This design comes from an exercise in tuning for a short achievable clock period and few clock cycles per item on the open sky130 flow, not from production work. In this exercise RTL edits were held to simulation tests only and were not proved equivalent to the original. Power is estimated from default activity; no workload was simulated.

<file path="design/flow/design.v">
module galley_decoder (
    input  wire        clk,
    input  wire        rst,
    input  wire        start,
    input  wire [1:0]  exp_ratio,
    input  wire [12:0] exp_len,
    output wire        busy,
    input  wire        in_valid,
    input  wire [31:0] in_data,
    output wire        in_ready,
    output wire        wr_en,
    output wire [11:0] wr_addr,
    output wire [7:0]  wr_data,
    output wire        rd_en,
    output wire [11:0] rd_addr,
    input  wire [7:0]  rd_data,
    output reg         done,
    output reg         ok,
    output reg  [2:0]  fail_check,
    output reg  [12:0] len_out
);
    localparam LF = 6;                
    localparam F  = 1 << LF;
    localparam [7:0] P_IDLE  = 8'b00000001,
                     P_HDR0  = 8'b00000010,
                     P_HDR1  = 8'b00000100,
                     P_CHK   = 8'b00001000,
                     P_RUN   = 8'b00010000,
                     P_PAD   = 8'b00100000,
                     P_DRAIN = 8'b01000000,
                     P_FIN   = 8'b10000000;
    localparam [1:0] K_LITHEAD = 2'd0,    
                     K_LITBYTE = 2'd1,    
                     K_MATCH   = 2'd2,    
                     K_BAD     = 2'd3;    
    reg        busy_r;
    reg [7:0]  pstate;
    reg [1:0]  ratio;
    reg [12:0] elen;
    reg [9:0]  nw_m1;             
    assign busy = busy_r;
    wire accept = start && pstate[0];     
    reg [9:0] nw_m1_in;
    always @(*) begin
        case (exp_ratio)
            2'd1:    nw_m1_in = 10'd511;
            2'd2:    nw_m1_in = 10'd767;
            default: nw_m1_in = 10'd895;
        endcase
    end
    wire st_idle  = pstate[0];
    wire st_hdr0  = pstate[1];
    wire st_hdr1  = pstate[2];
    wire st_chk   = pstate[3];
    wire st_run   = pstate[4];
    wire st_pad   = pstate[5];
    wire st_drain = pstate[6];
    wire st_fin   = pstate[7];
    reg        in_ready_r;
    reg        more;              
    reg [9:0]  wcnt;
    reg        ir_v;
    reg        ir_trl;
    reg        ir_zero;
    reg [31:0] ir_w;
    assign in_ready = in_ready_r;
    reg        rdy;               
    wire take_in = in_valid && rdy;
    wire wlast   = (wcnt == nw_m1);
    reg [33:0]  fmem [0:F-1];
    reg [F-1:0] ft;               
    wire        f_ne = ft[0];
    reg [9:0]   zacc;             
    reg [9:0]   zmem [0:3];
    reg [1:0]   zwp, zrp;
    reg [2:0]   zcnt;
    wire fpush = ir_v && (!ir_zero || ir_trl);
    wire [33:0] fhead = fmem[0];
    reg [33:0] pf0, pf1;
    reg [1:0]  pf_cnt;
    integer fi;
    wire zpush = fpush && (zacc != 10'd0);
    reg        h_v;
    reg        h_trl;
    reg        h_zcnz;
    reg [9:0]  h_zc;
    reg [31:0] h_w;
    wire        h_wavail = h_v && (h_zcnz || !h_trl);
    wire [31:0] h_word   = h_zcnz ? 32'd0 : h_w;
    reg [7:0] q [0:7];
    reg [7:0] qv;
    reg [31:0] hw0, hw1;
    reg [12:0] len;
    reg        a_lit;             
    reg [6:0]  a_litcnt;          
    reg        a_stop;
    reg        b_v;
    reg [1:0]  b_kind;
    reg [7:0]  b_byte;
    reg [6:0]  b_l;
    reg [7:0]  b_size;            
    reg [8:0]  b_n;
    reg [11:0] b_dm1;
    reg        b_d1, b_d2;
    reg [23:0] b_raw;
    reg [2:0]  b_rawv;
    reg [11:0] b_rem;             
    reg [11:0] pout;              
    reg [12:0] rlen;              
    reg [6:0]  b_left;            
    reg        rz;                
    reg        bl0;               
    reg [2:0]  fcode;
    reg        halt;              
    reg        pad_bad;
    reg [31:0] trl;
    reg [23:0] cmem [0:3];
    reg [1:0]  cwp, crp;
    reg [2:0]  ccnt;
    wire       c_full  = ccnt[2];
    wire       c_avail = (ccnt != 3'd0);
    wire [23:0] ch     = cmem[crp];
    reg        s_act;
    reg [11:0] s_src;
    reg [8:0]  s_left;
    reg        s_d1, s_d2;
    reg [11:0] s_out;
    reg        r_v, r_lit, r_d1, r_d2;
    reg [7:0]  r_byte;
    reg [11:0] r_wa;
    reg        rd_en_r;
    reg [11:0] rd_addr_r;
    reg        m_v, m_lit, m_d1, m_d2;
    reg [7:0]  m_byte;
    reg [11:0] m_wa;
    reg        w_v;
    reg [11:0] w_wa;
    reg [7:0]  w_d;
    reg [7:0]  lastb;             
    reg [7:0]  hist1;             
    reg [31:0] crc;
    assign wr_en   = w_v;
    assign wr_addr = w_wa;
    assign wr_data = w_d;
    assign rd_en   = rd_en_r;
    assign rd_addr = rd_addr_r;
    reg lv;                       
    wire eng_idle = !c_avail && !s_act && !r_v && !m_v && !lv;
    function [31:0] crc32c_byte;
        input [31:0] c;
        input [7:0]  d;
        integer k;
        reg [31:0] x;
        begin
            x = c ^ {24'd0, d};
            for (k = 0; k < 8; k = k + 1)
                x = x[0] ? ((x >> 1) ^ 32'h82F63B78) : (x >> 1);
            crc32c_byte = x;
        end
    endfunction
    wire [7:0]  h0 = hw0[7:0];
    wire [7:0]  h1 = hw0[15:8];
    wire [7:0]  h2 = hw0[23:16];
    wire [7:0]  h3 = hw0[31:24];
    wire [7:0]  h4 = hw1[7:0];
    wire [7:0]  h5 = hw1[15:8];
    wire [15:0] hlen = hw1[31:16];
    wire chk1 = (h0 == 8'h59) && (h1 == 8'h47) && (h2 == 8'h01) && (h5 == 8'h00);
    wire chk2 = (h3 == {6'd0, ratio});
    wire chk3 = ((elen == 13'd0) || (hlen == {3'd0, elen})) &&
                (hlen >= 16'd1) && (hlen <= 16'd4096) &&
                (h4[0] == (hlen < 16'd4096)) && (h4[7:1] == 7'd0);
    reg [11:0] rem0;
    always @(*) begin
        case (ratio)
            2'd1:    rem0 = 12'd2036;
            2'd2:    rem0 = 12'd3060;
            default: rem0 = 12'd3572;
        endcase
    end
    wire b_end   = rz && bl0;     
    wire b_stall = b_v && c_full;
    wire [7:0]  q0 = q[0];
    wire [7:0]  q1 = q[1];
    wire [7:0]  q2 = q[2];
    wire        t_lit  = !q0[7];
    wire        t_long = (q0[7:4] == 4'hF);
    wire [11:0] dm1    = {q0[3:0], q1};
    wire [8:0]  m_n    = t_long ? ({1'b0, q2} + 9'd10) : ({6'd0, q0[6:4]} + 9'd3);
    wire a_en    = st_run && !a_stop && !b_stall && !b_end;
    wire a_tok   = a_en && !a_lit;
    wire a_lb    = a_en && a_lit && qv[0];
    wire no_more = h_v && h_trl && !h_zcnz;
    wire a_have  = qv[0] && (t_long ? qv[2] : qv[1]);
    wire a_bad   = a_tok && no_more && !a_have;
    wire a_tokgo = a_tok && a_have;
    wire a_item  = a_tokgo || a_lb || a_bad;
    wire qc3 = a_tokgo && t_long;
    wire qc2 = a_tokgo && !t_long;
    wire qc1 = a_lb;
    wire qload = (st_chk || st_run) && !qv[4] && h_wavail;
    reg [7:0]  vq [0:11];
    reg [11:0] vv;
    integer a, b;
    always @(*) begin
        for (a = 0; a < 12; a = a + 1) begin
            vq[a] = (a < 8) ? q[a % 8] : 8'd0;
            if (a < 8)
                vv[a] = qv[a] || (qload && (a < 4 || qv[(a + 4) % 8]));
            else
                vv[a] = qload && qv[(a + 4) % 8];
            for (b = 0; b < 5; b = b + 1) begin
                if (a >= b && a < b + 4 && (b == 0 ? !qv[0] : (qv[(b + 7) % 8] && (b == 8 || !qv[b % 8]))))
                    vq[a] = h_word[8*((a - b) % 4) +: 8];
            end
        end
    end
    wire b_go  = b_v && !b_end && !c_full;
    wire b_pad = b_v && b_end;
    wire b_lit_fail = (b_rem < {4'd0, b_size}) || ({4'd0, b_n} > rlen);
    wire b_m_fail   = (b_dm1 >= pout) || ({4'd0, b_n} > rlen);
    wire b_fail = b_go && ((b_kind == K_LITHEAD) ? b_lit_fail :
                           (b_kind == K_MATCH)   ? b_m_fail :
                           (b_kind == K_BAD));
    wire b_adv  = b_go && ((b_kind == K_LITHEAD) || (b_kind == K_MATCH));
    wire b_rawbad = (b_rawv[0] && b_raw[7:0]   != 8'd0) ||
                    (b_rawv[1] && b_raw[15:8]  != 8'd0) ||
                    (b_rawv[2] && b_raw[23:16] != 8'd0);
    wire        cpush = b_go && (b_kind != K_BAD);
    wire [23:0] cdata = (b_kind == K_MATCH) ? {1'b1, b_d1, b_d2, b_n, pout + ~b_dm1} :
                                              {3'b000, 9'd0, 4'd0, b_byte};
    wire hdr_take = (st_hdr0 || st_hdr1) && h_wavail;
    wire w_take   = qload || hdr_take;
    wire skip_st  = st_pad || st_drain;
    wire h_pop    = (w_take && !h_zcnz) || (skip_st && h_v);
    wire fpop     = f_ne && (pf_cnt != 2'd2);
    wire h_load   = (pf_cnt != 2'd0) && (!h_v || h_pop);
    wire c_pop  = !s_act && c_avail && !halt;
    wire s_emit = (s_act || c_avail) && !halt;
    reg qbad;
    integer j;
    always @(*) begin
        qbad = 1'b0;
        for (j = 0; j < 8; j = j + 1)
            if (qv[j] && q[j] != 8'd0)
                qbad = 1'b1;
    end
    wire       fin_now = st_fin && eng_idle;
    wire [2:0] res_fc  = (fcode != 3'd0) ? fcode :
                         pad_bad         ? 3'd5 :
                         (trl != ~crc)   ? 3'd6 : 3'd0;
    wire [7:0] w_sel = m_lit ? m_byte : m_d1 ? lastb : m_d2 ? hist1 : rd_data;
    always @(posedge clk) begin
        busy_r     <= !rst && (accept || (busy_r && !fin_now));
        in_ready_r <= !rst && (accept || (busy_r && more && !(take_in && wlast))) &&
                      !ft[F-3] && (zcnt <= 3'd1);
        rdy        <= !rst && (accept || (!pstate[0] && more && !(take_in && wlast))) &&
                      !ft[F-3] && (zcnt <= 3'd1);
        done       <= !rst && fin_now;
        ok         <= (res_fc == 3'd0);
        fail_check <= res_fc;
        len_out    <= (res_fc == 3'd0) ? len : 13'd0;
        w_v        <= !rst && m_v;
        w_wa       <= m_wa;
        w_d        <= w_sel;
        rd_en_r    <= !rst && !halt && (s_act || (c_avail && ch[23]));
        rd_addr_r  <= s_act ? s_src : ch[11:0];
    end
    integer k;
    always @(posedge clk) begin
        ir_w    <= in_data;
        ir_zero <= (in_data == 32'd0);
        ir_trl  <= wlast;
        for (fi = 0; fi < F; fi = fi + 1) begin
            if (fpop) begin
                if (fpush && ft[fi] && (fi == F - 1 || !ft[(fi + 1) % F]))
                    fmem[fi] <= {ir_trl, (zacc != 10'd0), ir_w};
                else if (fi < F - 1)
                    fmem[fi] <= fmem[(fi + 1) % F];
            end else if (fpush && !ft[fi] && (fi == 0 || ft[(fi + F - 1) % F])) begin
                fmem[fi] <= {ir_trl, (zacc != 10'd0), ir_w};
            end
        end
        if (zpush)
            zmem[zwp] <= zacc;
        if (fpop && !h_load) begin
            if (pf_cnt == 2'd0)
                pf0 <= fhead;
            else
                pf1 <= fhead;
        end else if (!fpop && h_load) begin
            pf0 <= pf1;
        end else if (fpop && h_load) begin
            if (pf_cnt == 2'd1) begin
                pf0 <= fhead;
            end else begin
                pf0 <= pf1;
                pf1 <= fhead;
            end
        end
        if (h_load) begin
            {h_trl, h_zcnz, h_w} <= pf0;
            h_zc <= zmem[zrp];
        end else if (!h_pop && w_take && h_zcnz) begin
            h_zc   <= h_zc - 10'd1;
            h_zcnz <= (h_zc != 10'd1);
        end
        for (k = 0; k < 8; k = k + 1)
            q[k] <= qc3 ? vq[k + 3] : qc2 ? vq[k + 2] : qc1 ? vq[k + 1] : vq[k];
        if (a_tokgo && t_lit)
            a_litcnt <= q0[6:0];
        if (a_lb)
            a_litcnt <= a_litcnt - 7'd1;
        if (!b_stall) begin
            b_kind <= a_lb ? K_LITBYTE : a_bad ? K_BAD : t_lit ? K_LITHEAD : K_MATCH;
            b_byte <= a_lb ? q0 : q1;
            b_l    <= q0[6:0];
            b_size <= t_lit ? ({1'b0, q0[6:0]} + 8'd2) : t_long ? 8'd3 : 8'd2;
            b_n    <= t_lit ? ({2'd0, q0[6:0]} + 9'd1) : m_n;
            b_dm1  <= dm1;
            b_d1   <= (dm1 == 12'd0);
            b_d2   <= (dm1 == 12'd1);
            b_raw  <= {q2, q1, q0};
            b_rawv <= {qc3, qc3 | qc2, qc3 | qc2 | qc1};
        end
        if (cpush)
            cmem[cwp] <= cdata;
        if (st_hdr0)
            hw0 <= h_word;
        if (st_hdr1)
            hw1 <= h_word;
        if (st_pad)
            trl <= h_w;
        if (s_act) begin
            r_lit     <= 1'b0;
            r_d1      <= s_d1;
            r_d2      <= s_d2;
            r_wa      <= s_out;
            s_src     <= s_src + 12'd1;
            s_left    <= s_left - 9'd1;
        end else begin
            r_lit     <= !ch[23];
            r_d1      <= ch[22];
            r_d2      <= ch[21];
            r_byte    <= ch[7:0];
            r_wa      <= s_out;
            s_src     <= ch[11:0] + 12'd1;
            s_left    <= ch[20:12] - 9'd1;
            s_d1      <= ch[22];
            s_d2      <= ch[21];
        end
        m_lit  <= r_lit;
        m_d1   <= r_d1;
        m_d2   <= r_d2;
        m_byte <= r_byte;
        m_wa   <= r_wa;
        if (m_v) begin
            hist1 <= lastb;
            lastb <= w_sel;
        end
    end
    always @(posedge clk) begin
        if (rst) begin
            pstate     <= P_IDLE;
            more       <= 1'b0;
            ir_v       <= 1'b0;
            ft         <= {F{1'b0}};
            zacc       <= 10'd0;
            zcnt       <= 3'd0;
            zwp        <= 2'd0;
            zrp        <= 2'd0;
            pf_cnt     <= 2'd0;
            h_v        <= 1'b0;
            qv         <= 8'd0;
            b_v        <= 1'b0;
            ccnt       <= 3'd0;
            cwp        <= 2'd0;
            crp        <= 2'd0;
            halt       <= 1'b0;
            s_act      <= 1'b0;
            r_v        <= 1'b0;
            m_v        <= 1'b0;
            lv         <= 1'b0;
        end else begin
            ir_v    <= take_in;
            if (take_in) begin
                wcnt    <= wcnt + 10'd1;
                if (wlast)
                    more <= 1'b0;
            end
            if (ir_v) begin
                if (fpush) begin
                    zacc <= 10'd0;
                end else begin
                    zacc <= zacc + 10'd1;
                end
            end
            if (zpush)
                zwp <= zwp + 2'd1;
            if (zpush && !(h_load && pf0[32]))
                zcnt <= zcnt + 3'd1;
            else if (!zpush && h_load && pf0[32])
                zcnt <= zcnt - 3'd1;
            if (fpop && !h_load)
                pf_cnt <= pf_cnt + 2'd1;
            else if (!fpop && h_load)
                pf_cnt <= pf_cnt - 2'd1;
            if (fpush && !fpop)
                ft <= {ft[F-2:0], 1'b1};
            else if (!fpush && fpop)
                ft <= {1'b0, ft[F-1:1]};
            if (h_load) begin
                if (pf0[32])
                    zrp <= zrp + 2'd1;
                h_v <= 1'b1;
            end else if (h_pop) begin
                h_v <= 1'b0;
            end
            for (k = 0; k < 8; k = k + 1) begin
                qv[k] <= qc3 ? vv[k + 3] : qc2 ? vv[k + 2] : qc1 ? vv[k + 1] : vv[k];
            end
            if (a_tokgo && t_lit)
                a_lit <= (q0[6:0] != 7'd0);
            if (a_lb && a_litcnt == 7'd1)
                a_lit <= 1'b0;
            if (a_bad)
                a_stop <= 1'b1;
            if (!b_stall)
                b_v    <= a_item;
            if (b_adv) begin
                rz    <= (rlen == {4'd0, b_n});
                b_rem <= b_rem - {4'd0, b_size};
                pout <= pout + {3'd0, b_n};
                rlen <= rlen - {4'd0, b_n};
            end
            if (b_go && b_kind == K_LITHEAD) begin
                b_left <= b_l;
                bl0    <= (b_l == 7'd0);
            end
            if (b_go && b_kind == K_LITBYTE) begin
                b_left <= b_left - 7'd1;
                bl0    <= (b_left == 7'd1);
            end
            if (cpush)
                cwp <= cwp + 2'd1;
            if (c_pop)
                crp <= crp + 2'd1;
            if (cpush && !c_pop)
                ccnt <= ccnt + 3'd1;
            else if (!cpush && c_pop)
                ccnt <= ccnt - 3'd1;
                if (st_idle) begin
                    ratio      <= exp_ratio;
                    elen       <= exp_len;
                    nw_m1      <= nw_m1_in;
                    wcnt       <= 10'd0;
                    more       <= 1'b1;
                    qv         <= 8'd0;
                    fcode      <= 3'd0;
                    halt       <= 1'b0;
                    pad_bad    <= 1'b0;
                    s_out      <= 12'd0;
                    crc        <= 32'hFFFFFFFF;
                    if (start)
                        pstate <= P_HDR0;
                end
                if (st_hdr0 && h_wavail)
                    pstate <= P_HDR1;
                if (st_hdr1 && h_wavail)
                    pstate <= P_CHK;
                if (st_chk) begin
                    b_rem  <= rem0;
                    a_lit  <= 1'b0;
                    a_stop <= 1'b0;
                    b_v    <= 1'b0;
                    b_left <= 7'd0;
                    bl0    <= 1'b1;
                    rz     <= 1'b0;
                    rlen   <= hlen[12:0];
                    len    <= hlen[12:0];
                    pout   <= 12'd0;
                    if (!chk1) begin
                        fcode  <= 3'd1;
                        pstate <= P_DRAIN;
                    end else if (!chk2) begin
                        fcode  <= 3'd2;
                        pstate <= P_DRAIN;
                    end else if (!chk3) begin
                        fcode  <= 3'd3;
                        pstate <= P_DRAIN;
                    end else begin
                        pstate <= P_RUN;
                    end
                end
                if (st_run) begin
                    if (b_end) begin
                        if (b_pad && b_rawbad)
                            pad_bad <= 1'b1;
                        pstate <= P_PAD;
                    end else if (b_fail) begin
                        fcode  <= 3'd4;
                        halt   <= 1'b1;
                        pstate <= P_DRAIN;
                    end
                end
                if (st_pad) begin
                    qv   <= 8'd0;
                    b_v  <= 1'b0;
                    if (qbad)
                        pad_bad <= 1'b1;
                    if (h_v) begin
                        if (h_trl) begin
                            pstate <= P_FIN;
                        end else begin
                            pad_bad <= 1'b1;
                        end
                    end
                end
                if (st_drain) begin
                    qv   <= 8'd0;
                    b_v  <= 1'b0;
                    ccnt <= 3'd0;
                    crp  <= cwp;
                    if (h_v && h_trl)
                        pstate <= P_FIN;
                end
                if (st_fin) begin
                    if (eng_idle)
                        pstate <= P_IDLE;
                end
            r_v <= s_emit;
            if (halt) begin
                s_act <= 1'b0;
            end else if (s_act) begin
                s_act     <= (s_left != 9'd1);
                s_out     <= s_out + 12'd1;
            end else if (c_avail) begin
                s_act     <= ch[23];
                s_out     <= s_out + 12'd1;
            end
            m_v    <= r_v;
            lv     <= m_v;
            if (lv)
                crc <= crc32c_byte(crc, lastb);
        end
    end
endmodule
</file>
<file path="design/flow/run.sh">
#!/bin/bash
# synth_recipe.tcl (not shown) runs the flow's synth.tcl, then flattens the netlist and writes it again
# the make line also repeats each setting of config.mk as NAME=value (left out here)
make -C /OpenROAD-flow-scripts/flow DESIGN_CONFIG=/design/flow/config.mk WORK_HOME=/design/flow/orfs CLKGATE_MAP_FILE= SYNTH_SCRIPT=/design/flow/synth_recipe.tcl finish
</file>
<file path="design/flow/config.mk">
export PLATFORM = sky130hd
export DESIGN_NAME = galley_decoder
export DESIGN_NICKNAME = galley_decoder
export VERILOG_FILES = /design/flow/design.v
export SDC_FILE = /design/flow/constraint.sdc
export NUM_CORES = 4
export LEC_CHECK = 0
export CAP_MARGIN = 20
export CORE_MARGIN = 2
export CORE_UTILIZATION = 40
export PLACE_DENSITY = 0.6
export SETUP_SLACK_MARGIN = 5
export SLEW_MARGIN = 20
export TNS_END_PERCENT = 100
</file>
<file path="design/flow/constraint.sdc">
create_clock -name core_clock -period 8.0 [get_ports {clk}]
set_input_delay 1.6000 -clock core_clock [delete_from_list [all_inputs] [get_ports {clk}]]
set_output_delay 1.6000 -clock core_clock [all_outputs]
set_load 0.01 [all_outputs]
</file>
==> run summary, run 1 <==
The run finished with no timing, DRC or antenna violations. The logs give 1.36 ns for the signal arrival time at the worst endpoint and 8508 for the total number of nets in the final design. After synthesis, the largest area contributor takes up 62.7% of total cell area. At the worst endpoint, the required time is 6.40 ns. The critical setup path kind was flip-flop to primary output.

Iteration count of the initial detailed-routing pass: 6. The run gives 0 as the final count of negative-setup-slack endpoints. The initial DRC count is 5635, and the number of top-level pins is 113. The worst pin sits at a relative slew slack of 25.7%. The routability congestion estimate came out at 0.861.

Total vias in the final route: 69000. After routing, the total negative slack on setup checks comes to 0 ns. Summing the sequential cell areas from Yosys gives 67.5% of the chip area. The sum of buffers and inverters on the critical path was 1; the aggregate global-route resource usage was 17.5%.

The synthesized cell area is 132000 µm², and the post-route total power is 37900 µW. The share of synthesized flip-flops with an asynchronous set or reset is 0%. After detailed routing, the number of remaining DRC violations is 0. By instance count, the leading cell after synthesis is sky130_fd_sc_hd__edfxtp_1.

The largest net degree at the start of global routing is 80. The HPWL after detailed placement is 176000 µm. The type of origin of the critical path was a flip-flop. The tools report the worst-case clock buffer depth as 4.

In this run the worst path has a maximum fanout of 2. Clock tree synthesis selected as its root buffer the cell sky130_fd_sc_hd__clkbuf_16. CTS built an H-tree with a depth of 5.

The total power density per cell area is 256 nW/µm², and the post-CTS clock slew at the launch and capture registers of the worst setup and hold paths is 0.06 ns. The leading register cell type out of synthesis was sky130_fd_sc_hd__edfxtp_1. Post-detailed-routing wire length: 298000 µm. The worst-case IR drop observed on VDD is 0.185 mV. The floorplan has 210 rows.

The number of violations of the max-capacitance limit was 0. After global routing the overflow that remains totals 0. The logs give 0 for the final number of hold-violating endpoints and 0 for the number of pins exceeding their max-slew limit in the final report. Once detail routing completed, the nets flagged for antenna violations numbered 0. The share of cells above drive strength 1 came out at 33.9%. The largest area contributor in the synthesized netlist was sky130_fd_sc_hd__edfxtp_1. The netlist uses 79 different library cells. The die area is 335000 µm², and the maximum achievable frequency is 0.338 GHz. During synthesis, Yosys emitted a total of 13 warnings.

The height of the die is 578 µm. The later pin in the worst-skew pair is clocked with a latency of 0.93 ns. The tools report the via count of the first global-routing pass as 72400. The first global-routing pass estimated 454000 µm of wire.

TritonCTS built the clock tree. Number of nets in the synthesized netlist: 8537. The shortest clock period the worst path allows after layout is 2.96 ns.

The core region is 328000 µm². Ranked by total cell area, the synthesized netlist is headed by sky130_fd_sc_hd__edfxtp_1 63%, sky130_fd_sc_hd__mux2_2 18%, sky130_fd_sc_hd__dfxtp_1 4.9%, sky130_fd_sc_hd__nor2_1 1.1%, sky130_fd_sc_hd__nand2_1 1.0%. For flop-to-flop paths, the worst setup slack is 5.08 ns. The die is 578 µm wide. Setup repair after global routing could not meet its margin everywhere. The worst setup path is captured at a primary output.

After synthesis the netlist holds a flip-flop and latch count of 3075. Hold timing on the final database bottoms out at a slack of 0.326 ns. The signal on the critical path passes through buf_6. The area added between synthesis and finish is 12.1%. The initial antenna violation count is 25, and the number of buffers added by the clock tree synthesis step is 330. The run gives 8384 as the gate count after technology mapping.

The count of buffers from port buffering came out at 112. Grouping stages by cell kind, the critical path spends the most delay in flip-flops. For the pin with the worst max-slew slack, the measured transition is 1.12 ns. The clock net sink count is 3075.

The final clock skew is 0.0957 ns, and the number of vias per cell after detailed routing is 5.32. For this design the static power due to leakage is 0.0484 µW. The per-cell routed wire length came out at 23.0 µm.

Type of the worst min-delay path: flip-flop to flip-flop. The worst path uses 36.9% of the clock period. The commonest cells after synthesis are 2754 x sky130_fd_sc_hd__edfxtp_1, 2064 x sky130_fd_sc_hd__mux2_2, 400 x sky130_fd_sc_hd__nor2_1, 368 x sky130_fd_sc_hd__nand2_1, 335 x sky130_fd_sc_hd__clkbuf_1.

The tools report the initial standard-cell utilization of the core as 40.3%. Master of the slowest instance on the critical path: sky130_fd_sc_hd__dfxtp_2. The synthesized area divided by synthesized cell count is 15.7 µm². The critical path's largest stage delay was 0.33 ns; the number of enable flip-flop cells after synthesis was 2754.
==> sequential cells by signal (all words and copies together) (netlist names), 24 cells and up, named ones only <==
| signal | count |
|---|---|
| hw0 | 32 |
| h_w | 32 |
| fmem | 2176 |
| q | 64 |
| zmem | 40 |
| b_raw | 24 |
| crc | 32 |
| hw1 | 32 |
| ft | 64 |
| pf0 | 34 |
| ir_w | 32 |
| cmem | 96 |
| pf1 | 34 |
| trl | 32 |
==> layer usage <==
metal  routed length [µm]  global-route usage (%)
met3                13400                    2.16
met4                10100                    5.97
met5                    0                       0
met2               144000                    29.7
met1               130000                    23.3
==> kinds of logic after synthesis <==
group / share of synthesized area, %
flip-flops: 67.5
multiplexers: 19.9
adder cells (fa/ha/maj): 0.919
buffers and inverters: 2.71
AND/OR/NAND/NOR: 4.32
XOR/XNOR: 1.78
AO/OA/AOI/OAI: 2.84
==> cells in the final DEF, fill, tap and decap left out, types with 30 or more instances in the layout <==
cell	instances
sky130_fd_sc_hd__edfxtp_1	2754
sky130_fd_sc_hd__mux2_2	2064
sky130_fd_sc_hd__nor2_1	393
sky130_fd_sc_hd__nand2_1	363
sky130_fd_sc_hd__clkbuf_16	331
sky130_fd_sc_hd__dfxtp_1	267
sky130_fd_sc_hd__a21oi_1	250
sky130_fd_sc_hd__o21ai_0	194
sky130_fd_sc_hd__buf_4	173
sky130_fd_sc_hd__xnor2_1	125
sky130_fd_sc_hd__inv_1	122
sky130_fd_sc_hd__mux2_1	113
sky130_fd_sc_hd__xor2_1	105
sky130_fd_sc_hd__mux2i_1	96
sky130_fd_sc_hd__clkbuf_1	87
sky130_fd_sc_hd__ha_1	86
sky130_fd_sc_hd__and2_1	81
sky130_fd_sc_hd__clkinv_1	74
sky130_fd_sc_hd__nand3b_1	66
sky130_fd_sc_hd__clkdlybuf4s50_1	57
sky130_fd_sc_hd__nor4_1	47
sky130_fd_sc_hd__clkinv_2	43
sky130_fd_sc_hd__nand3_1	40
sky130_fd_sc_hd__buf_2	40
sky130_fd_sc_hd__nor2b_1	38
sky130_fd_sc_hd__nor3_1	37
sky130_fd_sc_hd__dfxtp_4	36
sky130_fd_sc_hd__o211ai_1	34
sky130_fd_sc_hd__nand4_1	32
sky130_fd_sc_hd__buf_6	30
==> stage by stage <==
stage	setup slack (ns)	utilization (%)	instances	instance area, µm²
5_1_grt	4.99	45.1	13000	148000
2_1_floorplan	5.00	-	8384	132000
4_1_cts	4.97	45.0	13000	148000
3_5_place_dp	3.57	41.8	12300	137000
3_3_place_gp	3.72	41.8	12300	137000
6_report	5.04	45.1	13000	148000
==> final cells by class <==
type                       count  area (µm²)
timing repair buffer         311        2650
fill                       28300      180000
antenna                        4        10.0
clock buffer                 434        8820
multi-input combinational   4504       39600
clock inverter               175        1680
tap                         4346        5440
sequential                  3075       89300
inverter                     131         513
timing repair inverter         2        10.0
==> worst register-to-register path: stages (launching register included) <==
cell and delay (ns):
sky130_fd_sc_hd__edfxtp_1 0.50, sky130_fd_sc_hd__a22o_1 0.28, sky130_fd_sc_hd__or3_1 0.49, sky130_fd_sc_hd__nor2_4 0.41, sky130_fd_sc_hd__buf_4 0.48, sky130_fd_sc_hd__a21oi_1 0.21
sky130_fd_sc_hd__a311oi_1 0.23, sky130_fd_sc_hd__a21oi_1 0.06
==> repair_timing <==
action / CTS / global route
setup buffers: 13 / 11
pin swaps: 6 / 3
cloned: 5 / 0
hold buffers: 0 / 0
endpoints found under the setup margin: 3356 / 552
resized for setup: 269 / 33
==> path summary, 6_finish.rpt <==
path | from | end | cells past startpoint
setup / recovery | busy_r | busy | 1
hold / removal | r_wa[10] | m_wa[10] | 0
setup reg to reg | bl0 | q[0][4] | 7
hold reg to reg | r_wa[10] | m_wa[10] | 0
==> where the power goes <==
group | switching, µW | internal [µW]
Clock | 6430 | 8460
Sequential | 829 | 18400
Combinational | 2060 | 1720
Total | 9320 | 28600
Testbench counts, summed over its fixed seeds: cycles 276,464, galleys 72.
==> run 2, diff against run 1 <==
--- a/design/flow/design.v
+++ b/design/flow/design.v
@@ -87,5 +87,5 @@
     reg [31:0] h_w;
     wire        h_wavail = h_v && (h_zcnz || !h_trl);
-    wire [31:0] h_word   = h_zcnz ? 32'd0 : h_w;
+    reg  [31:0] h_word;           
     reg [7:0] q [0:7];
     reg [7:0] qv;
@@ -301,8 +301,11 @@
         if (h_load) begin
             {h_trl, h_zcnz, h_w} <= pf0;
+            h_word <= pf0[32] ? 32'd0 : pf0[31:0];
             h_zc <= zmem[zrp];
         end else if (!h_pop && w_take && h_zcnz) begin
             h_zc   <= h_zc - 10'd1;
             h_zcnz <= (h_zc != 10'd1);
+            if (h_zc == 10'd1)
+                h_word <= h_w;
         end
         for (k = 0; k < 8; k = k + 1)
==> run 2 against run 1 <==
Die area grew 0.94%. First-iteration DRC count grew 6.6%. Sequential power is essentially flat. Flip-flop and latch count grew 32. Utilization grew 0.14 points. Synthesized cell count grew 0.73%. Largest power group unchanged. Synthesized area grew 0.95%.
==> run summary, run 2 <==
The number of standard cells in the final layout excluding fillers was 13100 (was 13000). The run gives 8445 (was 8384) as the gate count after technology mapping. The clock net sink count was 3107 (was 3075); the die area was 338000 µm² (was 335000 µm²). The worst-skew pair later-pin latency is 0.94 ns (was 0.93 ns). Biggest area contributors in the synthesized netlist: sky130_fd_sc_hd__edfxtp_1 63%, sky130_fd_sc_hd__mux2_2 19%, sky130_fd_sc_hd__dfxtp_1 4.8%, sky130_fd_sc_hd__nand2_1 1.3%, sky130_fd_sc_hd__mux2i_1 1.1% (was sky130_fd_sc_hd__edfxtp_1 63%, sky130_fd_sc_hd__mux2_2 18%, sky130_fd_sc_hd__dfxtp_1 4.9%, sky130_fd_sc_hd__nor2_1 1.1%, sky130_fd_sc_hd__nand2_1 1.0%). The critical setup path kind is flip-flop to primary output (unchanged).

The tools report the startpoint of the lowest-slack hold path as m_wa[3] (was r_wa[10]). For the max-slew headroom at the worst pin, the log shows 22.5% (was 25.7%). The critical register-to-register path startpoint was b_size[0] (was bl0). The run gives 113 (unchanged) as the number of top-level pins. The logs give 0 (unchanged) for the number of pins exceeding their max-slew limit in the final report and 29200 µW (was 28600 µW) for the internal power. The tools report the static leakage as 0.0490 µW (was 0.0484 µW). The timing startpoint of the critical path was w_wa[9] (was busy_r).

The largest fanout of any net on the critical path works out to 1 (was 2). The worst ir drop on vdd was 0.183 mV (was 0.185 mV). The die extent in x is 581 µm (was 578 µm), and the count of filler cells inserted in the layout is 28400 (was 28300).

The number of violations of the max-capacitance limit was 0 (unchanged). The synthesized area divided by synthesized cell count came out at 15.8 µm² (was 15.7 µm²). The transition time of the tightest slew-check pin was 1.16 ns (was 1.12 ns). TritonCTS built the clock tree. The routability congestion estimate is 0.836 (was 0.861), and the area inside the core boundary is 331000 µm² (was 328000 µm²). The per-cell routed wire length is 23.9 µm (was 23.0 µm).

The run finished with no timing, DRC or antenna violations. The number of placement rows was 211 (was 210); the initial DRC count was 6005 (was 5635). The number of enable flip-flop cells after synthesis is 2786 (was 2754). The count of buffers from port buffering is 112 (unchanged), and the sum of buffers and inverters on the critical path is 1 (unchanged). The total number of nets in the final design was 8574 (was 8508). The flip-flop count of the largest register, all copies and words added was 2176 (unchanged); the critical path's largest stage delay was 0.35 ns (was 0.33 ns). Master of the slowest instance on the critical path: sky130_fd_sc_hd__dfxtp_2 (unchanged).

The number of warnings reported in the yosys synthesis log was 13 (unchanged); the wire length of the first global-routing pass was 468000 µm (was 454000 µm). The largest register by flop count was fmem (unchanged). The count of unique library cells instantiated by Yosys is 74 (was 79). The number of placed instances, taps included came out at 12400 (was 12300).

The post-CTS clock slew at the launch and capture registers of the worst setup and hold paths was 0.06 ns (about the same); the initial standard-cell utilization of the core was 40.3% (about the same). The via count of the first global-routing pass is 72100 (was 72400). The tools report the aggregate global-route resource usage as 18.0% (was 17.5%). Commonest non-fill, non-tap cell in the layout: sky130_fd_sc_hd__edfxtp_1 (unchanged). The share of synthesized flip-flops with an asynchronous set or reset is 0% (unchanged), and the pre-CTS worst setup slack is 3.70 ns (was 3.57 ns).

The number of synthesized register bits was 3107 (was 3075); the final number of hold-violating endpoints was 0 (unchanged). The tools report the total vias in the final route as 70000 (was 69000). Kind of end point of the critical path: a primary output (unchanged).

The tools report the H-tree level count as 5 (unchanged). The number of vias per cell after detailed routing was 5.36 (was 5.32). The largest net degree at the start of global routing is 92 (was 80), and the overflow left after global routing is 0 (unchanged).

Area added between synthesis and finish: 12.4% (was 12.1%). The logs give 45.3% (was 45.1%) for the utilization after layout and 6.40 ns (about the same) for the data required time of the worst path. The share of power burned in registers is 50.6% (was 50.8%), and the fraction of the yosys area taken by sequential cells is 67.6% (was 67.5%). The signal arrival time at the worst endpoint came out at 1.36 ns (about the same). Setup repair after global routing could not meet its margin everywhere.

The total power density per cell area is 255 nW/µm² (was 256 nW/µm²), and the detailed-route DRC error count is 0 (unchanged). The largest area contributor in the synthesized netlist is sky130_fd_sc_hd__edfxtp_1 (unchanged). The post-place instance area was 138000 µm² (was 137000 µm²); the maximum achievable frequency was 0.338 GHz (about the same).

The worst-case clock buffer depth came out at 4 (unchanged). The post-detailed-routing wire length was 312000 µm (was 298000 µm). Final critical-path share of the clock period: 37.0% (was 36.9%). Antenna violation net count after detailed routing: 0 (unchanged). The tools report the share of power burned in combinational logic as 8.9% (was 10.0%). The tools report the root buffer selected by CTS as sky130_fd_sc_hd__clkbuf_16 (unchanged). The type of origin of the critical path was a flip-flop (unchanged). The run gives 40.5% (was 39.2%) as the share of total power in the clock network. The share of the synthesized area in the top cell type works out to 62.8% (was 62.7%). The share of cells above drive strength 1 is 35.8% (was 33.9%), and the iteration count of the initial detailed-routing pass is 5 (was 6). The run gives 181000 µm (was 176000 µm) as the placed wire-length estimate. The initial antenna violation count came out at 21 (was 25). Leading register cell type out of synthesis: sky130_fd_sc_hd__edfxtp_1 (unchanged). Most common library cells after synthesis: 2786 x sky130_fd_sc_hd__edfxtp_1, 2192 x sky130_fd_sc_hd__mux2_2, 463 x sky130_fd_sc_hd__nand2_1, 375 x sky130_fd_sc_hd__nor2_1, 334 x sky130_fd_sc_hd__clkbuf_1 (was 2754 x sky130_fd_sc_hd__edfxtp_1, 2064 x sky130_fd_sc_hd__mux2_2, 400 x sky130_fd_sc_hd__nor2_1, 368 x sky130_fd_sc_hd__nand2_1, 335 x sky130_fd_sc_hd__clkbuf_1).

Type of the worst min-delay path: flip-flop to flip-flop (unchanged). The shortest clock period the worst path allows after layout was 2.96 ns (about the same); the switching component of the power was 9030 µW (was 9320 µW). The cell class contributing the biggest share of worst-path delay is flip-flops (unchanged). For the number of buffers added by the clock tree synthesis step, the log shows 327 (was 330). Most frequent cells in the layout: 2786 x sky130_fd_sc_hd__edfxtp_1, 2192 x sky130_fd_sc_hd__mux2_2, 459 x sky130_fd_sc_hd__nand2_1, 368 x sky130_fd_sc_hd__nor2_1, 341 x sky130_fd_sc_hd__clkbuf_16 (was 2754 x sky130_fd_sc_hd__edfxtp_1, 2064 x sky130_fd_sc_hd__mux2_2, 393 x sky130_fd_sc_hd__nor2_1, 363 x sky130_fd_sc_hd__nand2_1, 331 x sky130_fd_sc_hd__clkbuf_16). The switching share of total power was 23.6% (was 24.6%); the area of all placed cells without fillers was 150000 µm² (was 148000 µm²).

Final count of negative-setup-slack endpoints: 0 (unchanged). The final-layout setup total negative slack is 0 ns (unchanged). The final clock skew came out at 0.0662 ns (was 0.0957 ns). The height of the die is 581 µm (was 578 µm). The synthesized cell area is 133000 µm² (was 132000 µm²).

Cell with the most instances after synthesis: sky130_fd_sc_hd__edfxtp_1 (unchanged). Cell-by-cell trace of the critical path: buf_6 (unchanged). Biggest regs: fmem x2176, cmem x96 (unchanged). Setup slack after layout: 5.04 ns (about the same). The number of nets in the synthesized netlist is 8598 (was 8537).
==> run 2: changes by cell type in the layout (fill, tap and decap cells not counted), sizes merged, moves of 14 or more <==
cell    before   now
nand2b      28    11
edfxtp    2754  2786
clkinv     133   107
bufinv      19    33
mux2i       96   142
o21ai      200   162
nor2       401   376
inv        144   126
a311oi      19     5
nand2      368   464
a211oi      26    66
mux2      2177  2192
a21oi      256   187
==> run 2: logic make-up (layout without fill, tap and decap cells) <==
family	count (synthesis)	in the layout	synth area share (%)
AOI/OAI and AO/OA	582	584	2.63
xor gates and xnor gates	239	239	1.67
adders and majority gates	94	94	0.911
buffers and inverters	788	1025	2.61
DFF	3107	3107	67.6
muxes	2368	2368	20.2
other	0	4	0
and+or+nand+nor	1267	1270	4.40
==> run 2: path summary, 6_finish.rpt <==
kind | slack, ns | cells past startpoint | end
setup / recovery | 5.04 | 1 | wr_addr[9]
hold / removal | 0.32 | 0 | w_wa[3]
setup reg to reg | 5.05 | 9 | fcode[1]
hold reg to reg | 0.32 | 0 | w_wa[3]
==> run 2: power by group through the flow <==
stage | Sequential, µW | Combinational, µW | Clock, µW
after detailed placement | 19700 | 3340 | 0
after floorplan | 19200 | 2480 | 0
after global routing | 19400 | 3710 | 16400
after global placement | 19700 | 3300 | 0
final | 19300 | 3380 | 15500
after CTS | 19400 | 3390 | 15800
==> run 2: cell type report <==
cell class                      instances  area (µm²)  area share, %
Sequential cell                      3107       90300           60.2
Multi-Input combinational cell       4555       40000           26.7
Inverter                              115         438          0.292
Clock buffer                          428        9020           6.02
Clock inverter                        167        1850           1.24
Timing Repair inverter                  1        5.00        0.00334
Timing Repair Buffer                  314        2810           1.87
Antenna cell                            4        10.0        0.00668
Tap cell                             4366        5460           3.65
==> run 2: metrics by stage <==
step | hold WS [ns] | total power (µW)
floorplan | 0.310 | 21700
global placement | 0.314 | 23000
detailed placement | 0.312 | 23000
CTS | 0.326 | 38500
global route | 0.327 | 39500
finish | 0.325 | 38200
==> run 2: metal layers <==
layer,part of all wire (%),vias up,GRT usage (%)
li1,-,31800,-
met1,42,35800,23.1
met2,50,1766,31.5
met3,4.4,555,2.14
met4,3.3,0,6.06
met5,0,-,0
==> run 2: timing repair <==
action | in CTS | in global routing
pin swaps | 4 | 6
hold buffers | 0 | 0
setup endpoints to repair | 2605 | 1916
cloned | 3 | 5
setup buffers | 10 | 8
resized for setup | 324 | 31
Testbench counts of run 2, summed over its fixed seeds: cycles 276,464, galleys 72.
==> run 3, diff against run 2 <==
--- a/design/flow/design.v
+++ b/design/flow/design.v
@@ -62,5 +62,5 @@
     reg        ir_v;
     reg        ir_trl;
-    reg        ir_zero;
+    reg        ir_push;           
     reg [31:0] ir_w;
     assign in_ready = in_ready_r;
@@ -72,13 +72,14 @@
     wire        f_ne = ft[0];
     reg [9:0]   zacc;             
+    reg         zacc_nz;          
     reg [9:0]   zmem [0:3];
     reg [1:0]   zwp, zrp;
     reg [2:0]   zcnt;
-    wire fpush = ir_v && (!ir_zero || ir_trl);
+    wire fpush = ir_push;         
     wire [33:0] fhead = fmem[0];
     reg [33:0] pf0, pf1;
     reg [1:0]  pf_cnt;
     integer fi;
-    wire zpush = fpush && (zacc != 10'd0);
+    wire zpush = fpush && zacc_nz;
     reg        h_v;
     reg        h_trl;
@@ -270,14 +271,13 @@
     always @(posedge clk) begin
         ir_w    <= in_data;
-        ir_zero <= (in_data == 32'd0);
         ir_trl  <= wlast;
         for (fi = 0; fi < F; fi = fi + 1) begin
             if (fpop) begin
                 if (fpush && ft[fi] && (fi == F - 1 || !ft[(fi + 1) % F]))
-                    fmem[fi] <= {ir_trl, (zacc != 10'd0), ir_w};
+                    fmem[fi] <= {ir_trl, zacc_nz, ir_w};
                 else if (fi < F - 1)
                     fmem[fi] <= fmem[(fi + 1) % F];
             end else if (fpush && !ft[fi] && (fi == 0 || ft[(fi + F - 1) % F])) begin
-                fmem[fi] <= {ir_trl, (zacc != 10'd0), ir_w};
+                fmem[fi] <= {ir_trl, zacc_nz, ir_w};
             end
         end
@@ -370,4 +370,6 @@
             ft         <= {F{1'b0}};
             zacc       <= 10'd0;
+            zacc_nz    <= 1'b0;
+            ir_push    <= 1'b0;
             zcnt       <= 3'd0;
             zwp        <= 2'd0;
@@ -387,4 +389,5 @@
         end else begin
             ir_v    <= take_in;
+            ir_push <= take_in && ((in_data != 32'd0) || wlast);
             if (take_in) begin
                 wcnt    <= wcnt + 10'd1;
@@ -393,4 +396,5 @@
             end
             if (ir_v) begin
+                zacc_nz <= !fpush;
                 if (fpush) begin
                     zacc <= 10'd0;
==> run 3 against run 2 <==
Still clean. Power rose by 0.16%. Cell area fell by 0.49%. Die area fell by 0.63%. Critical path depth did not move. First-iteration DRC count fell by 1.3%. Sequential power barely moved. Critical path type unchanged. Critical endpoint is now rd_addr[10]. Largest cell class unchanged. Highest routed layer is now met5.
==> run summary, run 3 <==
The detailed-route DRC error count came out at 0 (unchanged). The layer carrying the most global-route usage was met2 (unchanged). The tools report the clock net sink count as 3108 (was 3107). For the post-place instance area, the log shows 139000 µm² (was 138000 µm²). The tools report the critical register-to-register path startpoint as pstate[2] (was b_size[0]). The share of cells above drive strength 1 came out at 35.2% (was 35.8%). The capture instance of the worst register-to-register path is h_word[2] (was fcode[1]).

For the area inside the core boundary, the log shows 330000 µm² (was 331000 µm²). The largest net degree at the start of global routing came out at 93 (was 92). The iteration count of the initial detailed-routing pass was 7 (was 5). The switching share of total power is 24.3% (was 23.6%), and the total number of nets in the final design is 8583 (was 8574). Biggest area contributors in the synthesized netlist: sky130_fd_sc_hd__edfxtp_1 63%, sky130_fd_sc_hd__mux2_2 19%, sky130_fd_sc_hd__dfxtp_1 4.9%, sky130_fd_sc_hd__clkbuf_1 1.5%, sky130_fd_sc_hd__nand2_1 1.4% (was sky130_fd_sc_hd__edfxtp_1 63%, sky130_fd_sc_hd__mux2_2 19%, sky130_fd_sc_hd__dfxtp_1 4.8%, sky130_fd_sc_hd__nand2_1 1.3%, sky130_fd_sc_hd__mux2i_1 1.1%).

Most common library cells after synthesis: 2786 x sky130_fd_sc_hd__edfxtp_1, 2185 x sky130_fd_sc_hd__mux2_2, 538 x sky130_fd_sc_hd__clkbuf_1, 489 x sky130_fd_sc_hd__nand2_1, 385 x sky130_fd_sc_hd__nor2_1 (was 2786 x sky130_fd_sc_hd__edfxtp_1, 2192 x sky130_fd_sc_hd__mux2_2, 463 x sky130_fd_sc_hd__nand2_1, 375 x sky130_fd_sc_hd__nor2_1, 334 x sky130_fd_sc_hd__clkbuf_1). The worst reg2reg path depth works out to 7 (was 9). The post-CTS clock slew at the launch and capture registers of the worst setup and hold paths is 0.06 ns (about the same).

Setup repair after global routing could not meet its margin everywhere. Most frequent cells in the layout: 2786 x sky130_fd_sc_hd__edfxtp_1, 2155 x sky130_fd_sc_hd__mux2_2, 480 x sky130_fd_sc_hd__nand2_1, 377 x sky130_fd_sc_hd__nor2_1, 337 x sky130_fd_sc_hd__clkbuf_16 (was 2786 x sky130_fd_sc_hd__edfxtp_1, 2192 x sky130_fd_sc_hd__mux2_2, 459 x sky130_fd_sc_hd__nand2_1, 368 x sky130_fd_sc_hd__nor2_1, 341 x sky130_fd_sc_hd__clkbuf_16). For the number of placed instances, taps included, the log shows 12400 (about the same). The commonest non-fill, non-tap cell in the layout was sky130_fd_sc_hd__edfxtp_1 (unchanged).

The max-slew headroom at the worst pin is 23.4% (was 22.5%), and the largest fanout of any net on the critical path is 1 (unchanged). The transition time of the tightest slew-check pin was 1.15 ns (was 1.16 ns); the share of total power in the clock network was 38.5% (was 40.5%). The critical setup path kind is flip-flop to primary output (unchanged).

The shortest clock period the worst path allows after layout works out to 2.94 ns (was 2.96 ns). The root buffer selected by CTS is sky130_fd_sc_hd__clkbuf_16 (unchanged). The total vias in the final route is 70000 (about the same). The tools report the initial antenna violation count as 24 (was 21). For the final clock skew, the log shows 0.0514 ns (was 0.0662 ns). The timing startpoint of the critical path is rd_addr_r[10] (was w_wa[9]). The number of placement rows was 211 (unchanged); the share of the synthesized area in the top cell type was 63.2% (was 62.8%).

For the switching component of the power, the log shows 9290 µW (was 9030 µW). The height of the die is 579 µm (was 581 µm). The tools report the fraction of met1 tracks used by global routing as 23.1% (about the same).

TritonCTS built the clock tree. The hold-fix buffer count after cts was 0 (unchanged). For the overflow left after global routing, the log shows 0 (unchanged).

The run finished with no timing, DRC or antenna violations. The post-detailed-routing wire length was 307000 µm (was 312000 µm). The sum of buffers and inverters on the critical path was 1 (unchanged). The largest area contributor in the synthesized netlist is sky130_fd_sc_hd__edfxtp_1 (unchanged).

Cell-by-cell trace of the critical path: buf_6 (unchanged). For the fraction of the yosys area taken by sequential cells, the log shows 68.1% (was 67.6%). Type of the worst min-delay path: flip-flop to flip-flop (unchanged). The run gives 326 (was 327) as the number of buffers added by the clock tree synthesis step. The via count of the first global-routing pass was 72100 (about the same); the die area was 336000 µm² (was 338000 µm²).

The count of unique library cells instantiated by Yosys is 70 (was 74). The number of enable flip-flop cells after synthesis was 2786 (unchanged). The cell class contributing the biggest share of worst-path delay is flip-flops (unchanged). The aggregate global-route resource usage is 17.9% (was 18.0%), and the internal power is 29000 µW (was 29200 µW). Largest register by flop count: fmem (unchanged). The run gives 132000 µm² (was 133000 µm²) as the synthesized cell area. Logic depth of the worst path, buffers included: 1 (unchanged). The tools report the count of filler cells inserted in the layout as 28400 (about the same).

The tools report the capture point of the critical path as rd_addr[10] (was wr_addr[9]). The combined area of the multi-input logic cells came out at 40100 µm² (was 40000 µm²). Biggest regs: fmem x2176, cmem x96 (unchanged). The die extent in x works out to 579 µm (was 581 µm).

The number of top-level pins is 113 (unchanged), and the number of synthesized register bits is 3108 (was 3107). For the number of standard cells in the final layout excluding fillers, the log shows 13100 (about the same). Total power density per cell area: 257 nW/µm² (was 255 nW/µm²). Count of buffers from port buffering: 112 (unchanged).

Critical path's largest stage delay: 0.37 ns (was 0.35 ns). The per-cell routed wire length was 23.5 µm (was 23.9 µm); the flip-flop count of the largest register, all copies and words added was 2176 (unchanged). The type of origin of the critical path is a flip-flop (unchanged). The final-layout setup total negative slack is 0 ns (unchanged). The maximum achievable frequency was 0.340 GHz (was 0.338 GHz). The area of all placed cells without fillers was 149000 µm² (was 150000 µm²); the static leakage was 0.0501 µW (was 0.0490 µW). The fraction of met3 tracks used by global routing was 2.30% (was 2.14%). The run gives 1.34 ns (was 1.36 ns) as the signal arrival time at the worst endpoint. For the worst-case clock buffer depth, the log shows 4 (unchanged). The run gives 0 (unchanged) as the final number of hold-violating endpoints. The final critical-path share of the clock period is 36.7% (was 37.0%), and the number of stages on the worst hold path is 0 (unchanged). The area taken by flip-flops and latches is 90300 µm² (about the same), and the synthesized area divided by synthesized cell count is 15.8 µm² (about the same). The antenna violation net count after detailed routing was 0 (unchanged).

Gate count after technology mapping: 8399 (was 8445). For the worst ir drop on vdd, the log shows 0.182 mV (was 0.183 mV). The cell with the most instances after synthesis is sky130_fd_sc_hd__edfxtp_1 (unchanged). The area added between synthesis and finish works out to 12.6% (was 12.4%).

The number of violations of the max-capacitance limit was 0 (unchanged). Master of the slowest instance on the critical path: sky130_fd_sc_hd__dfxtp_2 (unchanged). The placed wire-length estimate is 181000 µm (about the same), and the met2 track demand over resource in global routing is 31.2% (was 31.5%). The number of vias per cell after detailed routing was 5.36 (about the same); the number of pins exceeding their max-slew limit in the final report was 0 (unchanged).

The H-tree level count is 5 (unchanged). The worst-skew pair later-pin latency is 0.88 ns (was 0.94 ns). The leading register cell type out of synthesis is sky130_fd_sc_hd__edfxtp_1 (unchanged). The logs give 38300 µW (was 38200 µW) for the post-route total power and 5.11 ns (was 5.05 ns) for the reg2reg setup slack. Share of synthesized flip-flops with an asynchronous set or reset: 0% (unchanged). The initial standard-cell utilization of the core is 40.1% (was 40.3%). Initial DRC count: 5925 (was 6005).

Share of power burned in registers: 51.1% (was 50.6%). The data required time of the worst path came out at 6.40 ns (about the same). The share of power burned in combinational logic is 10.4% (was 8.9%). Routability congestion estimate: 0.835 (was 0.836).

The kind of end point of the critical path is a primary output (unchanged). The wire length of the first global-routing pass came out at 460000 µm (was 468000 µm). The tools report the number of warnings reported in the yosys synthesis log as 13 (unchanged). For the final count of negative-setup-slack endpoints, the log shows 0 (unchanged).

For the number of nets in the synthesized netlist, the log shows 8551 (was 8598).
-- run 3: cell type report --
cell class	count	share of cell area (%)
clock inverter	159	0.916
sequential	3108	60.5
timing repair inverter	2	0.00839
clock buffer	426	5.94
timing repair buffer	313	1.72
antenna	6	0.0101
inverter	119	0.310
tap	4366	3.66
multi-input combinational	4561	26.9
-- run 3: layer usage --
| metal | routed length, µm | vias to the layer above |
|---|---|---|
| met5 | 13 | - |
| met4 | 9770 | 2 |
| met3 | 14700 | 557 |
| met2 | 154000 | 1816 |
| met1 | 129000 | 36000 |
| li1 | - | 31600 |
-- run 3: kinds of logic (layout without fill, tap and decap cells) --
kind of cell / after synthesis / count (layout) / synth area share (%)
simple gates: 1248 / 1249 / 4.28
compound gates: 617 / 618 / 2.74
other cells: 0 / 6 / 0
mux: 2361 / 2361 / 20.2
flops: 3108 / 3108 / 68.1
fa+ha+maj: 95 / 95 / 0.922
xor+xnor: 238 / 238 / 1.68
buf+inv: 732 / 1019 / 2.09
-- run 3: how the worst min path moves through the flow --
stage             from       to  slack [ns]
2_1_floorplan    r_lit    m_lit        0.31
3_5_place_dp   r_wa[2]  m_wa[2]        0.31
3_3_place_gp     r_lit    m_lit        0.31
5_1_grt        m_wa[7]  w_wa[7]        0.33
4_1_cts        m_wa[9]  w_wa[9]        0.33
6_report       m_wa[7]  w_wa[7]        0.32
-- run 3: per-stage QoR --
stage	setup slack, ns	utilization (%)	hold WS [ns]
floorplan	4.66	-	0.310
global placement	3.26	41.9	0.311
detailed placement	3.90	42.0	0.312
CTS	5.00	45.1	0.325
global route	4.97	45.2	0.329
finish	5.06	45.2	0.325
-- run 3: what timing repair did --
item	in CTS	in global routing
endpoints found under the setup margin	2426	308
buffers inserted	14	13
pin swaps	5	3
gates cloned	4	1
resized for setup	267	32
-- run 3: power groups by stage --
| stage | clock, µW | sequential [µW] | combinational (µW) |
|---|---|---|---|
| after detailed placement | 0 | 19900 | 3860 |
| after floorplan | 0 | 19400 | 2970 |
| after global placement | 0 | 19900 | 3750 |
| after CTS | 15000 | 19600 | 3930 |
| final | 14700 | 19600 | 3960 |
| after global routing | 15600 | 19600 | 4350 |
Testbench counts of run 3, summed over its fixed seeds: cycles 276,464, galleys 72.
==> run 4, diff against run 3 <==
--- a/design/flow/design.v
+++ b/design/flow/design.v
@@ -203,18 +203,22 @@
     reg [7:0]  vq [0:11];
     reg [11:0] vv;
+    reg [4:0]  qn;                
     integer a, b;
     always @(*) begin
+        qn[0] = !qv[0];
+        for (b = 1; b < 5; b = b + 1)
+            qn[b] = qv[b - 1] && !qv[b];
         for (a = 0; a < 12; a = a + 1) begin
-            vq[a] = (a < 8) ? q[a % 8] : 8'd0;
+            vq[a] = (a < 8) ? (q[a % 8] & {8{qv[a % 8]}}) : 8'd0;
             if (a < 8)
                 vv[a] = qv[a] || (qload && (a < 4 || qv[(a + 4) % 8]));
             else
                 vv[a] = qload && qv[(a + 4) % 8];
-            for (b = 0; b < 5; b = b + 1) begin
-                if (a >= b && a < b + 4 && (b == 0 ? !qv[0] : (qv[(b + 7) % 8] && (b == 8 || !qv[b % 8]))))
-                    vq[a] = h_word[8*((a - b) % 4) +: 8];
-            end
+            for (b = 0; b < 5; b = b + 1)
+                if (a >= b && a < b + 4)
+                    vq[a] = vq[a] | (h_word[8*((a - b) % 4) +: 8] & {8{qn[b]}});
         end
     end
+    wire qc0 = !(qc1 || qc2 || qc3);
     wire b_go  = b_v && !b_end && !c_full;
     wire b_pad = b_v && b_end;
@@ -310,5 +314,6 @@
         end
         for (k = 0; k < 8; k = k + 1)
-            q[k] <= qc3 ? vq[k + 3] : qc2 ? vq[k + 2] : qc1 ? vq[k + 1] : vq[k];
+            q[k] <= (vq[k + 3] & {8{qc3}}) | (vq[k + 2] & {8{qc2}}) |
+                    (vq[k + 1] & {8{qc1}}) | (vq[k] & {8{qc0}});
         if (a_tokgo && t_lit)
             a_litcnt <= q0[6:0];
@@ -425,10 +430,9 @@
             end
             for (k = 0; k < 8; k = k + 1) begin
-                qv[k] <= qc3 ? vv[k + 3] : qc2 ? vv[k + 2] : qc1 ? vv[k + 1] : vv[k];
+                qv[k] <= (vv[k + 3] && qc3) || (vv[k + 2] && qc2) ||
+                         (vv[k + 1] && qc1) || (vv[k] && qc0);
             end
-            if (a_tokgo && t_lit)
-                a_lit <= (q0[6:0] != 7'd0);
-            if (a_lb && a_litcnt == 7'd1)
-                a_lit <= 1'b0;
+            a_lit <= (a_lit && !(a_lb && a_litcnt == 7'd1)) ||
+                     (!a_lit && a_tokgo && t_lit && (q0[6:0] != 7'd0));
             if (a_bad)
                 a_stop <= 1'b1;
==> run 4 against run 3 <==
Synthesized area is 0.46% lower. Setup slack improved by 0.013 ns. Highest routed layer is now met4. Largest power group unchanged. Non-clock buffer count fell by 14. Worst hold slack about the same. Wire length is 2.0% lower. Final cell count fell by 1.5%. Via count shrank 1.5%.
==> run summary, run 4 <==
The flip-flop count of the largest register, all copies and words added works out to 2176 (unchanged). The share of the synthesized area in the top cell type was 63.3% (was 63.2%); the height of the die was 578 µm (was 579 µm). The number of warnings reported in the yosys synthesis log was 4 (was 13). The transition time of the tightest slew-check pin came out at 1.16 ns (was 1.15 ns). The worst reg2reg path depth works out to 9 (was 7).

Count of unique library cells instantiated by Yosys: 92 (was 70). The kind of end point of the critical path was a flip-flop (was a primary output). Most common library cells after synthesis: 2778 x sky130_fd_sc_hd__edfxtp_1, 2189 x sky130_fd_sc_hd__mux2_2, 493 x sky130_fd_sc_hd__clkbuf_1, 416 x sky130_fd_sc_hd__nand2_1, 330 x sky130_fd_sc_hd__dfxtp_1 (was 2786 x sky130_fd_sc_hd__edfxtp_1, 2185 x sky130_fd_sc_hd__mux2_2, 538 x sky130_fd_sc_hd__clkbuf_1, 489 x sky130_fd_sc_hd__nand2_1, 385 x sky130_fd_sc_hd__nor2_1).

Setup repair after global routing could not meet its margin everywhere. The maximum achievable frequency is 0.342 GHz (was 0.340 GHz), and the number of vias per cell after detailed routing is 5.36 (about the same). Type of the worst min-delay path: flip-flop to flip-flop (unchanged). The commonest non-fill, non-tap cell in the layout was sky130_fd_sc_hd__edfxtp_1 (unchanged). The placed wire-length estimate is 179000 µm (was 181000 µm). The iteration count of the initial detailed-routing pass is 9 (was 7). The switching component of the power is 9330 µW (was 9290 µW). Biggest area contributors in the synthesized netlist: sky130_fd_sc_hd__edfxtp_1 63%, sky130_fd_sc_hd__mux2_2 19%, sky130_fd_sc_hd__dfxtp_1 5.0%, sky130_fd_sc_hd__clkbuf_1 1.4%, sky130_fd_sc_hd__nand2_1 1.2% (was sky130_fd_sc_hd__edfxtp_1 63%, sky130_fd_sc_hd__mux2_2 19%, sky130_fd_sc_hd__dfxtp_1 4.9%, sky130_fd_sc_hd__clkbuf_1 1.5%, sky130_fd_sc_hd__nand2_1 1.4%). For the number of pins exceeding their max-slew limit in the final report, the log shows 0 (unchanged). The critical register-to-register path startpoint is bl0 (was pstate[2]).

The run finished with no timing, DRC or antenna violations. The number of stages on the worst hold path is 0 (unchanged). Most frequent cells in the layout: 2778 x sky130_fd_sc_hd__edfxtp_1, 2189 x sky130_fd_sc_hd__mux2_2, 402 x sky130_fd_sc_hd__nand2_1, 338 x sky130_fd_sc_hd__clkbuf_16, 324 x sky130_fd_sc_hd__nor2_1 (was 2786 x sky130_fd_sc_hd__edfxtp_1, 2155 x sky130_fd_sc_hd__mux2_2, 480 x sky130_fd_sc_hd__nand2_1, 377 x sky130_fd_sc_hd__nor2_1, 337 x sky130_fd_sc_hd__clkbuf_16). The count of buffers from port buffering works out to 112 (unchanged). Biggest regs: fmem x2176, cmem x96 (unchanged). The aggregate global-route resource usage was 17.8% (was 17.9%); the clock net sink count was 3108 (unchanged). The initial standard-cell utilization of the core is 40.2% (was 40.1%). Via count of the first global-routing pass: 72000 (was 72100). The root buffer selected by CTS was sky130_fd_sc_hd__clkbuf_16 (unchanged). The final critical-path share of the clock period is 36.6% (was 36.7%). The type of origin of the critical path is a primary input (was a flip-flop).

The fraction of the yosys area taken by sequential cells is 68.3% (was 68.1%). The tools report the number of nets in the synthesized netlist as 8361 (was 8551). Largest area contributor in the synthesized netlist: sky130_fd_sc_hd__edfxtp_1 (unchanged). The initial antenna violation count came out at 21 (was 24). The number of enable flip-flop cells after synthesis was 2778 (was 2786); the worst-skew pair later-pin latency was 0.92 ns (was 0.88 ns).

The gate count after technology mapping is 8208 (was 8399), and the worst-case clock buffer depth is 4 (unchanged). The run gives 0 (unchanged) as the final count of negative-setup-slack endpoints. The tightest hold margin came out at 0.325 ns (about the same). The synthesized cell area is 132000 µm² (about the same). Leading register cell type out of synthesis: sky130_fd_sc_hd__edfxtp_1 (unchanged).

Area inside the core boundary: 328000 µm² (was 330000 µm²). The critical setup path kind was primary input to flip-flop (was flip-flop to primary output). The number of top-level pins was 113 (unchanged); the H-tree level count was 5 (unchanged). Final number of hold-violating endpoints: 0 (unchanged). The tools report the largest net degree at the start of global routing as 85 (was 93). The initial DRC count was 5905 (was 5925); the shortest clock period the worst path allows after layout was 2.93 ns (was 2.94 ns).

The share of cells above drive strength 1 was 36.3% (was 35.2%). The switching share of total power came out at 24.3% (about the same). The routability congestion estimate came out at 0.848 (was 0.835).

The capture instance of the worst register-to-register path was q[3][5] (was h_word[2]). For the number of placement rows, the log shows 210 (was 211). The final clock skew was 0.0650 ns (was 0.0514 ns); the data required time of the worst path was 8.77 ns (was 6.40 ns). The logs give 22.3% (was 23.4%) for the max-slew headroom at the worst pin and 334000 µm² (was 336000 µm²) for the die area.

The reg2reg setup slack is 5.08 ns (was 5.11 ns). The cell with the most instances after synthesis is sky130_fd_sc_hd__edfxtp_1 (unchanged). The overflow left after global routing was 0 (unchanged); the signal arrival time at the worst endpoint was 3.70 ns (was 1.34 ns). For the post-detailed-routing wire length, the log shows 301000 µm (was 307000 µm). Utilization after layout: 45.3% (was 45.2%). Post-CTS clock slew at the launch and capture registers of the worst setup and hold paths: 0.06 ns (about the same). The die extent in x is 578 µm (was 579 µm), and the worst ir drop on vdd is 0.206 mV (was 0.182 mV). The share of synthesized flip-flops with an asynchronous set or reset was 0% (unchanged); the area added between synthesis and finish was 12.7% (was 12.6%).

The number of violations of the max-capacitance limit came out at 0 (unchanged). The capture endpoint of the worst hold path is w_wa[6] (was w_wa[7]). The final-layout setup total negative slack came out at 0 ns (unchanged). The run gives 3.80 ns (was 3.90 ns) as the pre-CTS worst setup slack. The total power density per cell area came out at 258 nW/µm² (was 257 nW/µm²). The share of power burned in registers came out at 50.6% (was 51.1%). Internal power: 29000 µW (about the same). The largest fanout of any net on the critical path was 2 (was 1).

The per-cell routed wire length came out at 23.4 µm (was 23.5 µm). For the wire length of the first global-routing pass, the log shows 458000 µm (was 460000 µm). The share of power burned in combinational logic is 9.9% (was 10.4%). The startpoint of the lowest-slack hold path was m_wa[6] (was m_wa[7]). TritonCTS built the clock tree. For the total vias in the final route, the log shows 68900 (was 70000). Number of synthesized register bits: 3108 (unchanged).

The largest register by flop count was fmem (unchanged). The tools report the static leakage as 0.0497 µW (was 0.0501 µW). For the number of buffers added by the clock tree synthesis step, the log shows 330 (was 326). The share of total power in the clock network is 39.4% (was 38.5%). The post-place instance area was 138000 µm² (was 139000 µm²).

Antenna violation net count after detailed routing: 0 (unchanged). For the detailed-route DRC error count, the log shows 0 (unchanged). The area of all placed cells without fillers is 148000 µm² (was 149000 µm²), and the synthesized area divided by synthesized cell count is 16.1 µm² (was 15.8 µm²).

The hold-fix buffer count after cts was 0 (unchanged); the total number of nets in the final design was 8394 (was 8583). The setup slack after layout is 5.07 ns (was 5.06 ns).
## run 4: critical path, cell delays in order
cell	delay, ns
sky130_fd_sc_hd__clkdlybuf4s50_1	0.47
sky130_fd_sc_hd__nor4_4	0.68
sky130_fd_sc_hd__nand4_1	0.54
sky130_fd_sc_hd__nor2_1	0.29
sky130_fd_sc_hd__a21boi_1	0.10
## run 4: power by group through the flow
stage	Clock, µW	Combinational (µW)	Sequential (µW)
after floorplan	0	2860	19300
after global placement	0	3780	19700
after detailed placement	0	3840	19800
after CTS	15500	3840	19400
after global routing	16100	4210	19500
final	15100	3810	19400
## run 4: worst max-delay path by stage
stage	end	from	slack, ns
2_1_floorplan	pf1[0]	pstate[2]	4.99
3_3_place_gp	ir_push	in_data[0]	3.42
3_5_place_dp	ir_push	in_data[3]	3.80
4_1_cts	rd_addr[9]	rd_addr_r[9]	4.99
5_1_grt	qv[5]	q[0][4]	4.97
6_report	ir_push	in_data[21]	5.07
## run 4: cell type report
| cell class | instances | area, µm² |
|---|---|---|
| Timing Repair Buffer | 299 | 2390 |
| Fill cell | 28100 | 179000 |
| Clock buffer | 409 | 8810 |
| Tap cell | 4346 | 5440 |
| Inverter | 109 | 440 |
| Antenna cell | 2 | 5.00 |
| Clock inverter | 193 | 1830 |
| Sequential cell | 3108 | 90200 |
| Multi-Input combinational cell | 4393 | 39400 |
## run 4: kinds of logic after synthesis
logic type | synth area share [%]
mux | 20.0
buf+inv | 2.09
xor+xnor | 1.58
simple gates | 4.14
flops | 68.3
compound gates | 3.00
fa+ha+maj | 0.936
## run 4: layer usage
metal / up-vias / global-route usage (%) / wire length [µm]
li1: 31200 / - / -
met1: 35500 / 24.2 / 133000
met2: 1807 / 29.6 / 145000
met3: 471 / 2.36 / 15300
met4: 0 / 5.28 / 8070
met5: - / 0 / 0
## run 4: per-stage QoR
stage               cells  power [µW]
CTS                 12900       38700
global placement    12200       23500
global route        12900       39800
floorplan            8208       22200
finish              12900       38400
detailed placement  12200       23600
## run 4: repair_timing
action / in CTS / in global routing
buffers inserted: 8 / 2
pin swaps: 5 / 2
resized for setup: 262 / 21
endpoints found under the setup margin: 1367 / 1591
Testbench counts of run 4, summed over its fixed seeds: cycles 276,464, galleys 72.

-- port drivers added, routing unchanged --
The flow's constraints put no driver on any port. The routed layouts listed below were extracted and timed again, unchanged, in two steps.
Step 1: set_driving_cell puts a clkbuf_16 on clk and a buf_2 on each other input, an assumption about the parent block.
Step 2 times the ports against the registers' clock, not the clock port: input delays grow and output delays shrink by t, the midpoint of the rising clock arrivals with the driver on.
Slacks: ideal ports / drivers / drivers and shift; pairs: ideal ports / drivers.
run | shift t [ns] | setup slack, ns | worst hold slack (ns) | worst setup path after step 2 | worst slew at a driven data input, ns
run 1 | 0.978 | 5.044 / 4.946 / 4.287 | 0.326 / 0.326 / 0.326 | input to register | 0.05
run 2 | 1.006 | 5.043 / 4.937 / 4.200 | 0.325 / 0.325 / 0.325 | input to register | 0.04
run 3 | 0.956 | 5.061 / 4.960 / 4.210 | 0.325 / 0.325 / 0.325 | input to register | 0.06
run 4 | 0.983 | 5.073 / 4.977 / 4.169 | 0.325 / 0.325 / 0.325 | input to register | 0.08
After both steps every run listed still meets setup and hold. For run 4, which loses most, drivers alone change the setup slack by -0.096 ns; drivers and shift together by -0.904 ns.
